Context: an optimization exercise on an open-source flow, tuned for small area, a short achievable clock period and few clock cycles per item. The choices shown serve that exercise and are no tape-out recipe.
Only simulation tests tie the RTL to the original design; equivalence was not proved.

==> flow/design.v (excerpt) <==
module fe_divsqrt (
    input  wire        clk,
    input  wire        rst,       
    input  wire        start,
    input  wire        op,        
    input  wire [47:0] a,
    input  wire [47:0] b,
    input  wire [4:0]  ra,
    input  wire [4:0]  rb,
    output wire        ready,
    output reg         done,
    output wire [47:0] y,
    output wire [4:0]  ry,
    output reg         divz,
    output reg         sqneg,
    output reg         sat,
    output reg         rerr
);
    function [4:0] k_sub;
        input [4:0] r;
        begin
            k_sub = (r <= 5'd27) ? (5'd27 - r) : (5'd27 + 5'd31 - r);
        end
    endfunction
    function [4:0] k_add;
        input [4:0] r;
        begin
            k_add = (r <= 5'd2) ? (r + 5'd28) : (r - 5'd3);
        end
    endfunction
    localparam [1:0] S_IDLE = 2'd0, S_PREP = 2'd1, S_RUN = 2'd2, S_FIX = 2'd3;
    reg  [1:0]  st;
    reg  [1:0]  ph;            
    reg         op_r;
    reg         a_neg;
    reg         q_neg;
    reg         cin;
    reg  [4:0]  ka, kb;        
    reg  [4:0]  rs, rc;        
    reg         tsel;          
    reg  [6:0]  cnt;           
    reg         lead;          
    reg         ovf;           
    reg         f47;           
    reg         nzlow;         
    reg  [4:0]  acc;           
    reg         ysel_q;        
    reg         ysel_d;        
    reg         ycv;           
    reg         ycv47;         
    reg  [47:0] R, Q, D;
    assign ready = (st == S_IDLE);
    wire   idle  = (st == S_IDLE);
    wire   run   = (st == S_RUN);
    wire [47:0] C = {R[0], Q[47:1]};
    reg  [47:0] pre;
    integer k, l;
    always @(*) begin
        pre = C;
  ...
Size in the first run: about 2200 cells after synthesis, roughly 200 flip-flops, ~170 I/O pins.
==> module fe_divsqrt, before the edit <==
module fe_divsqrt (
    input  wire        clk,
    input  wire        rst,       
    input  wire        start,
    input  wire        op,        
    input  wire [47:0] a,
    input  wire [47:0] b,
    input  wire [4:0]  ra,
    input  wire [4:0]  rb,
    output wire        ready,
    output reg         done,
    output wire [47:0] y,
    output wire [4:0]  ry,
    output reg         divz,
    output reg         sqneg,
    output reg         sat,
    output reg         rerr
);
    function [4:0] k_sub;
        input [4:0] r;
        begin
            k_sub = (r <= 5'd27) ? (5'd27 - r) : (5'd27 + 5'd31 - r);
        end
    endfunction
    function [4:0] k_add;
        input [4:0] r;
        begin
            k_add = (r <= 5'd2) ? (r + 5'd28) : (r - 5'd3);
        end
    endfunction
    localparam [1:0] S_IDLE = 2'd0, S_PREP = 2'd1, S_RUN = 2'd2, S_FIX = 2'd3;
    reg  [1:0]  st;
    reg  [1:0]  ph;            
    reg         op_r;
    reg         a_neg;
    reg         q_neg;
    reg         cin;
    reg  [4:0]  ka, kb;        
    reg  [4:0]  rs, rc;        
    reg         tsel;          
    reg  [6:0]  cnt;           
    reg         lead;          
    reg         ovf;           
    reg         f47;           
    reg         nzlow;         
    reg  [4:0]  acc;           
    reg         ysel_q;        
    reg         ysel_d;        
    reg         ycv;           
    reg         ycv47;         
    reg  [47:0] R, Q, D;
    assign ready = (st == S_IDLE);
    wire   idle  = (st == S_IDLE);
    wire   run   = (st == S_RUN);
    wire [47:0] C = {R[0], Q[47:1]};
    reg  [47:0] pre;
    integer k, l;
    always @(*) begin
        pre = C;
        for (l = 0; l < 6; l = l + 1)
            for (k = 0; k < 48; k = k + 1)
                if ((k >> l) & 1)
                    pre[k] = pre[k] | pre[((k >> l) << l) - 1];
    end
    wire [47:0] negC = C ^ {pre[46:0], 1'b0};
    wire [47:0] X  = {R[46:0], Q[47]};
    wire [48:0] Zs = {1'b0, X} + {1'b0, D} + {48'd0, cin};
    wire        ok = Zs[48];             
    wire [47:0] Z  = Zs[47:0];
    wire [47:0] V = ~D;                  
    reg  [48:0] G;                       
    integer j;
    always @(*) begin
        G[48] = 1'b0;
        for (j = 47; j >= 0; j = j - 1)
            G[j] = G[j+1] | V[j];
    end
    wire [55:0] Xs = {R, Q[47:40]};
    wire        div_skip = ~|(Xs & ~{8'd0, G[48:1]});
    wire        sq_skip  = lead && !R[0] && (Q[47:41] == 7'd0);
    wire        skip     = (cnt >= 7'd9) && !ovf && (op_r ? sq_skip : div_skip);
    wire [6:0]  pos      = cnt - 7'd1;   
    wire        last     = op_r ? (cnt == 7'd2) : (cnt == 7'd1);
    wire        sqf      = op_r || last;    
    wire        hi_ok    = !op_r && ok && (pos >= 7'd48);
    wire        p47_ok   = !op_r && ok && (pos == 7'd47);
    wire [4:0]  ts, tc;
    fe_res31 u_res (.x(tsel ? C : D), .k(tsel ? ka : kb), .s(ts), .c(tc));
    wire        rs0 = (rs == 5'd0) || (rs == 5'd31);
    wire        rc0 = (rc == 5'd0) || (rc == 5'd31);
    wire        rz  = (rc == ~rs) || (rs0 && rc0);
    wire [4:0]  acc2     = {acc[3:0], acc[4]};
    wire [4:0]  acc_n    = (ok && acc2 == 5'd30) ? 5'd0 : acc2 + {4'd0, ok};
    assign y[47]    = ycv47 | (ysel_q & C[47]);
    assign y[46:36] = {11{ycv}} | ({11{ysel_q}} & C[46:36]);
    assign y[35:0]  = {36{ycv}} | ({36{ysel_q}} & C[35:0]) | ({36{ysel_d}} & ~D[37:2]);
    assign ry = acc;
    wire        hold     = op_r && a_neg;   
    wire        end_ovf  = ovf || hi_ok || (p47_ok && !q_neg);
    always @(posedge clk) begin
        rs   <= ts;
        rc   <= tc;
        tsel <= idle;
        if (rst) begin
            st   <= S_IDLE;
            done <= 1'b0;
        end else begin
            done <= 1'b0;
            case (st)
            S_IDLE: begin
                op_r   <= op;
                a_neg  <= a[47];
                q_neg  <= a[47] ^ b[47];
                cin    <= op | ~b[47];
                ka     <= k_sub(ra);
                kb     <= b[47] ? k_sub(rb) : k_add(rb);
                rerr   <= (ra == 5'd31) || (!op && rb == 5'd31);
                divz   <= !op && (b == 48'd0);
                sqneg  <= op && a[47];
                sat    <= 1'b0;
                cnt    <= op ? 7'd72 : 7'd71;
                ph     <= 2'd0;
                lead   <= 1'b1;
                ovf    <= !op && (b == 48'd0);
                f47    <= 1'b0;
                nzlow  <= 1'b0;
                acc    <= 5'd0;
                ysel_q <= !op;
                ysel_d <= op;
                ycv    <= 1'b0;
                ycv47  <= 1'b0;
                if (start)
                    st <= (!op && a[47]) ? S_PREP : S_RUN;
            end
            S_PREP: begin
                ph <= 2'd1;
                st <= S_RUN;
            end
            S_RUN: begin
                if (ph != 2'd3) ph <= ph + 2'd1;
                if (ph == 2'd1 && !rz) rerr <= 1'b1;
                if (ph == 2'd2 && !op_r && !rz) rerr <= 1'b1;
                if (hold) begin
                    if (ph == 2'd1) begin
                        st   <= S_IDLE;
                        done <= 1'b1;
                    end
                end else if (end_ovf && !op_r && ph[1]) begin
                    st     <= S_IDLE;
                    done   <= 1'b1;
                    sat    <= !divz;
                    acc    <= q_neg ? 5'd27 : 5'd3;
                    ysel_q <= 1'b0;
                    ycv    <= !q_neg;
                    ycv47  <= q_neg;
                end else if (skip) begin
                    cnt <= cnt - 7'd8;
                    acc <= {acc[1:0], acc[4:2]};    
                end else begin
                    cnt <= cnt - (op_r ? 7'd2 : 7'd1);
                    acc <= acc_n;
                    if (ok) lead <= 1'b0;
                    if (hi_ok) ovf <= 1'b1;
                    if (p47_ok) f47 <= 1'b1;
                    if (!op_r && ok && pos < 7'd47) nzlow <= 1'b1;
                    if (last) begin
                        if (!op_r && q_neg) begin
                            st <= S_FIX;
                        end else begin
                            st   <= S_IDLE;
                            done <= 1'b1;
                        end
                    end
                end
            end
            S_FIX: begin
                st    <= S_IDLE;
                done  <= 1'b1;
                if (f47 && nzlow) begin
                    sat    <= 1'b1;
                    acc    <= 5'd27;
                    ysel_q <= 1'b0;
                    ycv47  <= 1'b1;
                end else begin
                    acc    <= (acc == 5'd0) ? 5'd0 : ~acc;
                end
            end
            endcase
        end
    end
    wire        take_z = run && ok && !skip;
    wire [47:0] r_z    = sqf ? {Z[46:0], Q[46]} : Z;
    wire [47:0] r_x    = idle ? {47'd0, a[47]} :
                         !run ? {47'd0, negC[47]} :
                         skip ? Xs[47:0] :
                         sqf  ? {X[46:0], Q[46]} : X;
    always @(posedge clk) begin
        R <= take_z ? r_z : r_x;
        if (idle)
            Q <= {a[46:0], 1'b0};
        else if (!run)
            Q <= {negC[46:0], 1'b0};
        else if (skip)
            Q <= {Q[39:0], 8'd0};
        else if (sqf)
            Q <= {Q[45:0], ok & !op_r, 1'b0};
        else
            Q <= {Q[46:0], ok};
        if (idle)
            D <= op ? 48'hFFFF_FFFF_FFFE : (b ^ {48{~b[47]}});
        else if (run && op_r && !a_neg && !skip)
            D <= {D[46:2], ~ok, 2'b10};
    end
endmodule
==> flow/config.mk <==
export PLATFORM = sky130hd
export DESIGN_NAME = fe_divsqrt
export DESIGN_NICKNAME = fe_divsqrt
export VERILOG_FILES = /design/flow/design.v
export SDC_FILE = /design/flow/constraint.sdc
export NUM_CORES = 4
export LEC_CHECK = 0
export CAP_MARGIN = 20
export CORE_MARGIN = 2
export CORE_UTILIZATION = 40
export PLACE_DENSITY = 0.6
export SETUP_SLACK_MARGIN = 5
export SLEW_MARGIN = 20
==> flow/constraint.sdc <==
create_clock -name core_clock -period 10.5 [get_ports {clk}]
set_input_delay 2.1000 -clock core_clock [delete_from_list [all_inputs] [get_ports {clk}]]
set_output_delay 2.1000 -clock core_clock [all_outputs]
set_load 0.01 [all_outputs]
standard.sh (not shown) runs the stock make flow with config.mk's settings and CLKGATE_MAP_FILE= SYNTH_SCRIPT=/design/flow/synth_recipe.tcl, a recipe that flattens the netlist after the stock synthesis.
==> flow/flow/run.sh <==
#!/bin/bash
set -euo pipefail
bash standard.sh SETUP_SLACK_MARGIN=7 finish > flow_make.log 2>&1
Testbench counts at the start, summed over its fixed seeds: cycles 95,016, items 3,200.
Edit:
--- a/flow/design.v
+++ b/flow/design.v
@@ -81,5 +81,6 @@
     reg         ycv;           
     reg         ycv47;         
-    reg  [47:0] R, Q, D;
+    reg  [46:0] R;             
+    reg  [47:0] Q, D;
     assign ready = (st == S_IDLE);
     wire   idle  = (st == S_IDLE);
@@ -108,5 +109,5 @@
             G[j] = G[j+1] | V[j];
     end
-    wire [55:0] Xs = {R, Q[47:40]};
+    wire [55:0] Xs = {1'b0, R, Q[47:40]};
     wire        div_skip = ~|(Xs & ~{8'd0, G[48:1]});
     wire        sq_skip  = lead && !R[0] && (Q[47:41] == 7'd0);
@@ -123,5 +124,6 @@
     wire        rz  = (rc == ~rs) || (rs0 && rc0);
     wire [4:0]  acc2     = {acc[3:0], acc[4]};
-    wire [4:0]  acc_n    = (ok && acc2 == 5'd30) ? 5'd0 : acc2 + {4'd0, ok};
+    wire [4:0]  acc2p    = (acc2 == 5'd30) ? 5'd0 : acc2 + 5'd1;
+    wire [4:0]  acc_n    = ok ? acc2p : acc2;
     assign y[47]    = ycv47 | (ysel_q & C[47]);
     assign y[46:36] = {11{ycv}} | ({11{ysel_q}} & C[46:36]);
@@ -222,9 +224,9 @@
     end
     wire        take_z = run && ok && !skip;
-    wire [47:0] r_z    = sqf ? {Z[46:0], Q[46]} : Z;
-    wire [47:0] r_x    = idle ? {47'd0, a[47]} :
-                         !run ? {47'd0, negC[47]} :
-                         skip ? Xs[47:0] :
-                         sqf  ? {X[46:0], Q[46]} : X;
+    wire [46:0] r_z    = sqf ? {Z[45:0], Q[46]} : Z[46:0];
+    wire [46:0] r_x    = idle ? {46'd0, a[47]} :
+                         !run ? {46'd0, negC[47]} :
+                         skip ? Xs[46:0] :
+                         sqf  ? {X[45:0], Q[46]} : X[46:0];
     always @(posedge clk) begin
         R <= take_z ? r_z : r_x;
After rerunning:
- The new run passed the timing, DRC and antenna checks
- register-to-register slack improved by 0.06 ns
- routed wire length stays flat
- worst setup slack gains 0.11 ns
- critical path depth does not change
- count of clock-buffer cells in the layout rises by 2
Testbench counts after the change, summed over its fixed seeds: cycles 95,016, items 3,200.

==> separate check: timing with driven ports <==
How much do the figures lean on ideal ports? The routed layouts below were timed once more, with nothing changed but the port constraints. Step 1 sets driving cells, clkbuf_16 on the clock port and buf_2 on the other inputs (assumed; they add their load-dependent delay and slew). Step 2 moves the port delays by t, midway between the first and last clock arrival at a register: inputs arrive t later, outputs are due t later. That takes back most of the time a late clock gives input paths. Slacks: ideal / step 1 / step 2; pairs: ideal / step 1.
| run | shift t [ns] | setup slack, ns | worst hold slack (ns) |
|---|---|---|---|
| the first run | 0.532 | 6.506 / 6.450 / 6.425 | 0.554 / 0.554 / 0.554 |
| the second run | 0.513 | 6.620 / 6.564 / 6.529 | 0.597 / 0.597 / 0.597 |
After both steps every run listed still meets setup and hold. For the second run, which loses most, drivers alone change the setup slack by -0.056 ns; drivers and shift together by -0.091 ns.
